This is an optimization exercise on Yosys and OpenROAD, whose aim is small area and a short achievable clock period, not a production implementation. In this exercise RTL edits were held to simulation tests only and were not proved equivalent to the original. No activity file was given, so power comes from the tool's default toggle rates.

// convout4
module convout4 (
    input  wire         clk,
    input  wire         rst,           
    input  wire         in_valid,
    input  wire [7:0]   in_fmt,
    input  wire [2:0]   in_round,
    input  wire         in_sat,
    input  wire         in_internal,
    input  wire [127:0] in_x,          
    input  wire         seed_load,
    input  wire [31:0]  seed,
    output reg          out_valid,
    output reg  [127:0] out_y,
    output reg  [3:0]   out_sat,
    output reg  [3:0]   out_nan,
    output reg  [3:0]   out_inf,
    output reg  [31:0]  lfsr_state
);
Settings: LEC_CHECK=0, ABC_AREA=1, CAP_MARGIN=20, CORE_MARGIN=2, CORE_UTILIZATION=55, SETUP_SLACK_MARGIN=1.5, SLEW_MARGIN=20, SYNTH_MEMORY_MAX_BITS=16384; clock period 32.0 ns.
standard.sh (not shown) runs the stock make flow with config.mk's settings and CLKGATE_MAP_FILE= SYNTH_SCRIPT=/design/flow/synth_recipe.tcl, a recipe that flattens the netlist after the stock synthesis.
==> flow/flow/run.sh <==
#!/bin/bash
# The standard layout (standard.sh) with two changes to how it is made:
#  - synthesis is the standard one (synth_recipe.tcl, ORFS synth.tcl) except
#    that ABC maps the logic with flow/abc.script, an area-oriented script
#    (registers, their names and cells are untouched: ABC sees only the
#    combinational logic);
#  - the timing repair aims at a shorter cycle (larger setup margin), repairs
#    only the worst few percent of endpoints, may change a cell's footprint,
#    and the ports are buffered with buf_2 instead of the default delay buffer;
#  - clock tree: sink clusters of up to 24 within 80 um, clkbuf_8/16, no dummy
#    loads;
#  - after CTS, flow/post_cts.tcl gives each output port's buffer and the
#    register driving it the largest drive of their own cell type.
# The clock, its period and the constraints are the design's. make's full
# output goes to make_finish.log here; ORFS keeps each step's log in orfs/logs.
set -euo pipefail
W=$PWD
export MY_ABC_SCRIPT=$W/flow/abc.script
sed 's#source \$::env(SCRIPTS_DIR)/synth_preamble.tcl#&\nset abc_args [lreplace $abc_args 1 1 $::env(MY_ABC_SCRIPT)]#' \
  "$FLOW_HOME/scripts/synth.tcl" > $W/synth_mod.tcl
grep -q MY_ABC_SCRIPT $W/synth_mod.tcl
sed "s#source \$::env(SCRIPTS_DIR)/synth.tcl#source $W/synth_mod.tcl#" $W/synth_recipe.tcl > $W/synth_recipe_mod.tcl
grep -q synth_mod.tcl $W/synth_recipe_mod.tcl
bash standard.sh SYNTH_SCRIPT=$W/synth_recipe_mod.tcl SETUP_SLACK_MARGIN=${MARGIN:-24.9} TNS_END_PERCENT=5 \
  MATCH_CELL_FOOTPRINT=0 "BUFFER_PORTS_ARGS=-buffer_cell sky130_fd_sc_hd__buf_2" "CTS_ARGS=-sink_clustering_enable -repair_clock_nets -sink_clustering_size 16 -sink_clustering_max_diameter 60 -dont_use_dummy_load -buf_list {sky130_fd_sc_hd__clkbuf_8 sky130_fd_sc_hd__clkbuf_16}" finish > make_finish.log 2>&1
==> flow/flow/abc.script <==
strash
dch
amap
topo
stime -c
buffer -c
upsize -c
dnsize -c
Next try:
--- a/flow/flow/run.sh
+++ b/flow/flow/run.sh
@@ -24,2 +24,2 @@
-bash standard.sh SYNTH_SCRIPT=$W/synth_recipe_mod.tcl SETUP_SLACK_MARGIN=${MARGIN:-24.9} TNS_END_PERCENT=5 \
-  MATCH_CELL_FOOTPRINT=0 "BUFFER_PORTS_ARGS=-buffer_cell sky130_fd_sc_hd__buf_2" "CTS_ARGS=-sink_clustering_enable -repair_clock_nets -sink_clustering_size 16 -sink_clustering_max_diameter 60 -dont_use_dummy_load -buf_list {sky130_fd_sc_hd__clkbuf_8 sky130_fd_sc_hd__clkbuf_16}" finish > make_finish.log 2>&1
+bash standard.sh SYNTH_SCRIPT=$W/synth_recipe_mod.tcl SETUP_SLACK_MARGIN=${MARGIN:-24.75} TNS_END_PERCENT=5 \
+  MATCH_CELL_FOOTPRINT=0 "BUFFER_PORTS_ARGS=-buffer_cell sky130_fd_sc_hd__buf_2" "CTS_ARGS=-sink_clustering_enable -repair_clock_nets -sink_clustering_size 24 -sink_clustering_max_diameter 80 -dont_use_dummy_load -buf_list {sky130_fd_sc_hd__clkbuf_8 sky130_fd_sc_hd__clkbuf_16}" finish > make_finish.log 2>&1
After rerunning: The changed run completed without violations; fmax barely changes; area after synthesis is unchanged; setup slack improves by 6.2 ps; first-iteration DRC count drops by 7.2%.
Next try:
--- a/flow/flow/run.sh
+++ b/flow/flow/run.sh
@@ -24,2 +24,2 @@
-bash standard.sh SYNTH_SCRIPT=$W/synth_recipe_mod.tcl SETUP_SLACK_MARGIN=${MARGIN:-24.75} TNS_END_PERCENT=5 \
-  MATCH_CELL_FOOTPRINT=0 "BUFFER_PORTS_ARGS=-buffer_cell sky130_fd_sc_hd__buf_2" "CTS_ARGS=-sink_clustering_enable -repair_clock_nets -sink_clustering_size 24 -sink_clustering_max_diameter 80 -dont_use_dummy_load -buf_list {sky130_fd_sc_hd__clkbuf_8 sky130_fd_sc_hd__clkbuf_16}" finish > make_finish.log 2>&1
+bash standard.sh SYNTH_SCRIPT=$W/synth_recipe_mod.tcl SETUP_SLACK_MARGIN=${MARGIN:-24.9} TNS_END_PERCENT=5 \
+  MATCH_CELL_FOOTPRINT=0 "BUFFER_PORTS_ARGS=-buffer_cell sky130_fd_sc_hd__buf_2" "CTS_ARGS=-sink_clustering_enable -repair_clock_nets -sink_clustering_size 32 -sink_clustering_max_diameter 100 -dont_use_dummy_load -buf_list {sky130_fd_sc_hd__clkbuf_8 sky130_fd_sc_hd__clkbuf_16}" finish > make_finish.log 2>&1
Outcome: Clock skew came out higher by 36 ps; total power came out lower by 1.2%; non-clock buffer count came out lower by 18; wire length stays flat; worst setup slack gets worse by 3.7 ps; first-iteration DRC count came out higher by 9.9%; via count barely changes; final area came out lower by 0.35%; count of clock-buffer cells in the layout came out lower by 6; register-to-register slack gets better by 170 ps; critical path depth stays the same.
Next try:
--- a/flow/flow/run.sh
+++ b/flow/flow/run.sh
@@ -24,2 +24,2 @@
-bash standard.sh SYNTH_SCRIPT=$W/synth_recipe_mod.tcl SETUP_SLACK_MARGIN=${MARGIN:-24.9} TNS_END_PERCENT=5 \
-  MATCH_CELL_FOOTPRINT=0 "BUFFER_PORTS_ARGS=-buffer_cell sky130_fd_sc_hd__buf_2" "CTS_ARGS=-sink_clustering_enable -repair_clock_nets -sink_clustering_size 32 -sink_clustering_max_diameter 100 -dont_use_dummy_load -buf_list {sky130_fd_sc_hd__clkbuf_8 sky130_fd_sc_hd__clkbuf_16}" finish > make_finish.log 2>&1
+bash standard.sh SYNTH_SCRIPT=$W/synth_recipe_mod.tcl SETUP_SLACK_MARGIN=${MARGIN:-24.75} TNS_END_PERCENT=5 REMOVE_ABC_BUFFERS=1 \
+  MATCH_CELL_FOOTPRINT=0 "BUFFER_PORTS_ARGS=-buffer_cell sky130_fd_sc_hd__buf_2" "CTS_ARGS=-sink_clustering_enable -repair_clock_nets -sink_clustering_size 24 -sink_clustering_max_diameter 80 -dont_use_dummy_load -buf_list {sky130_fd_sc_hd__clkbuf_8 sky130_fd_sc_hd__clkbuf_16}" finish > make_finish.log 2>&1
Routed wire length rises by about 5%; worst hold slack gets worse by 4.1 ps; via count rises by about 1.6%; sequential share of layout area barely changes; non-clock buffer count rises by 17.

========
== run 1 ==
Starting RTL as in the previous note.
==> flow/config.mk <==
export PLATFORM = sky130hd
export DESIGN_NAME = convout4
export DESIGN_NICKNAME = convout4
export VERILOG_FILES = /design/flow/design.v
export SDC_FILE = /design/flow/constraint.sdc
export NUM_CORES = 8
export LEC_CHECK = 0
export ABC_AREA = 1
export CAP_MARGIN = 20
export CORE_MARGIN = 2
export CORE_UTILIZATION = 60
export SETUP_SLACK_MARGIN = 1.5
export SLEW_MARGIN = 20
export SYNTH_MEMORY_MAX_BITS = 16384
==> flow/constraint.sdc <==
create_clock -name core_clock -period 32.0 [get_ports {clk}]
set_input_delay 6.4000 -clock core_clock [delete_from_list [all_inputs] [get_ports {clk}]]
set_output_delay 6.4000 -clock core_clock [all_outputs]
set_load 0.01 [all_outputs]
==> flow/flow/run.sh <==
#!/bin/bash
# The standard layout (standard.sh) with these changes to how it is made:
#  - synthesis is the standard one (synth_recipe.tcl, ORFS synth.tcl) except
#    that ABC maps the logic with flow/abc.script, an area-oriented script
#    (registers, their names and cells are untouched: ABC sees only the
#    combinational logic);
#  - the timing repair aims at a shorter cycle (larger setup margin), repairs
#    only the worst few percent of endpoints, may change a cell's footprint,
#    and the ports are buffered with buf_2 instead of the default delay buffer;
#  - clock tree: sink clusters of up to 32 within 100 um, clkbuf_8/16, no dummy
#    loads.
# The clock, its period and the constraints are the design's. make's full
# output goes to make_finish.log here; ORFS keeps each step's log in orfs/logs.
set -euo pipefail
W=$PWD
export MY_ABC_SCRIPT=$W/flow/abc.script
sed 's#source \$::env(SCRIPTS_DIR)/synth_preamble.tcl#&\nset abc_args [lreplace $abc_args 1 1 $::env(MY_ABC_SCRIPT)]#' \
  "$FLOW_HOME/scripts/synth.tcl" > $W/synth_mod.tcl
grep -q MY_ABC_SCRIPT $W/synth_mod.tcl
sed "s#source \$::env(SCRIPTS_DIR)/synth.tcl#source $W/synth_mod.tcl#" $W/synth_recipe.tcl > $W/synth_recipe_mod.tcl
grep -q synth_mod.tcl $W/synth_recipe_mod.tcl
bash standard.sh SYNTH_SCRIPT=$W/synth_recipe_mod.tcl SETUP_SLACK_MARGIN=${MARGIN:-24.9} TNS_END_PERCENT=5 \
  MATCH_CELL_FOOTPRINT=0 "BUFFER_PORTS_ARGS=-buffer_cell sky130_fd_sc_hd__buf_2" "CTS_ARGS=-sink_clustering_enable -repair_clock_nets -sink_clustering_size 32 -sink_clustering_max_diameter 100 -dont_use_dummy_load -buf_list {sky130_fd_sc_hd__clkbuf_8 sky130_fd_sc_hd__clkbuf_16}" finish > make_finish.log 2>&1
Scripts as last shown in full above: flow/flow/abc.script
Input changes introduced in run 2 (baseline for comparison: run 1):
Settings: CORE_UTILIZATION: 60 -> 55.
diff --git a/flow/flow/run.sh b/flow/flow/run.sh
--- a/flow/flow/run.sh
+++ b/flow/flow/run.sh
@@ -2 +2 @@
-# The standard layout (standard.sh) with these changes to how it is made:
+# The standard layout (standard.sh) with two changes to how it is made:
@@ -10,2 +10,4 @@
-#  - clock tree: sink clusters of up to 32 within 100 um, clkbuf_8/16, no dummy
-#    loads.
+#  - clock tree: sink clusters of up to 24 within 80 um, clkbuf_8/16, no dummy
+#    loads;
+#  - after CTS, flow/post_cts.tcl gives each output port's buffer and the
+#    register driving it the largest drive of their own cell type.
@@ -23 +25 @@
-  MATCH_CELL_FOOTPRINT=0 "BUFFER_PORTS_ARGS=-buffer_cell sky130_fd_sc_hd__buf_2" "CTS_ARGS=-sink_clustering_enable -repair_clock_nets -sink_clustering_size 32 -sink_clustering_max_diameter 100 -dont_use_dummy_load -buf_list {sky130_fd_sc_hd__clkbuf_8 sky130_fd_sc_hd__clkbuf_16}" finish > make_finish.log 2>&1
+  MATCH_CELL_FOOTPRINT=0 "BUFFER_PORTS_ARGS=-buffer_cell sky130_fd_sc_hd__buf_2" "CTS_ARGS=-sink_clustering_enable -repair_clock_nets -sink_clustering_size 24 -sink_clustering_max_diameter 80 -dont_use_dummy_load -buf_list {sky130_fd_sc_hd__clkbuf_8 sky130_fd_sc_hd__clkbuf_16}" finish > make_finish.log 2>&1
==> comparison <==
- Relative to run 1, the met3 usage in global routing of run 2 is lower by 2.3 points.
- Sort run 2 and run 1 by final cycle utilization of the critical path asc -> top: run 2
- Detailed placer's ending HPWL, run 2 and run 1: smaller value in run 1
- Changes observed in run 2 relative to run 1: leakage power comparable; relative area change from synthesis to final layout was more or less identical; worst IR drop on VDD has increased; final-layout setup total negative slack neither gained nor lost much.
- When run 2 is measured against run 1, its portion of total power attributed to the clock network turns out 0.8 points higher.
### run 2 -> run 3
diff --git a/flow/flow/run.sh b/flow/flow/run.sh
--- a/flow/flow/run.sh
+++ b/flow/flow/run.sh
@@ -24 +24 @@
-bash standard.sh SYNTH_SCRIPT=$W/synth_recipe_mod.tcl SETUP_SLACK_MARGIN=${MARGIN:-24.9} TNS_END_PERCENT=5 \
+bash standard.sh SYNTH_SCRIPT=$W/synth_recipe_mod.tcl SETUP_SLACK_MARGIN=${MARGIN:-24.75} TNS_END_PERCENT=20 \
==> comparison <==
Diff run 2 -> run 3: total wire length after detailed routing picked up an extra 1.8%, initial detailed-routing violation count lost 100, flip-flop and latch share of the layout cell area lost 0.30 points. Of run 3 and run 2, the run reporting the higher clock latency reported for the late side of the worst-skew pair was run 3. Run 3 ended with more via count than run 2. Between run 3 and run 2, the number of flops mapped to enable cells by yosys does not differ in any meaningful way. Reported net switching power (run 3 vs. run 2) increases slightly. Run 3 vs run 2, clock period minus final worst setup slack went down by 0.032 ns.

static timing again, ports no longer ideal:
The results above use ideal ports. As a check the final layouts listed here were re-extracted and re-timed, cells and wires unchanged. Step 1 (the two cells are an assumption about what drives the block):
set clk [get_ports {clk}]
set_driving_cell -lib_cell sky130_fd_sc_hd__clkbuf_16 $clk
set_driving_cell -lib_cell sky130_fd_sc_hd__buf_2 [delete_from_list [all_inputs] $clk]
Step 2 adds t to the input delays and takes it off the output delays; t is the mean of the earliest and latest rising clock arrival at the registers after step 1. Input paths then give back, and output paths get back, about the clock's delay inside the block. a / b / c = ideal / step 1 / step 2; a / b = the first two.
run | t (ns) | setup WS [ns] | latest minus earliest clock arrival (ns) | worst slew at a driven data input, ns
the first run of note 1 | 0.675 | 24.442 / 24.370 / 24.000 | 0.064 / 0.063 | 0.06
the second run of note 1 | 0.697 | 24.449 / 24.375 / 24.045 | 0.074 / 0.074 | 0.06
the third run of note 1 | 0.662 | 24.445 / 24.372 / 24.118 | 0.109 / 0.108 | 0.06
the fourth run of note 1 | 0.652 | 24.258 / 24.258 / 23.812 | 0.104 / 0.104 | 0.10
run 1 | 0.669 | 24.154 / 24.154 / 24.154 | 0.129 / 0.130 | 0.06
run 2 | 0.697 | 24.422 / 24.347 / 24.090 | 0.047 / 0.047 | 0.06
run 3 | 0.697 | 24.455 / 24.379 / 24.038 | 0.075 / 0.075 | 0.06
After both steps every run listed still meets setup and hold. For the fourth run of note 1, which loses most, drivers alone change the setup slack by 0.000 ns; drivers and shift together by -0.446 ns.
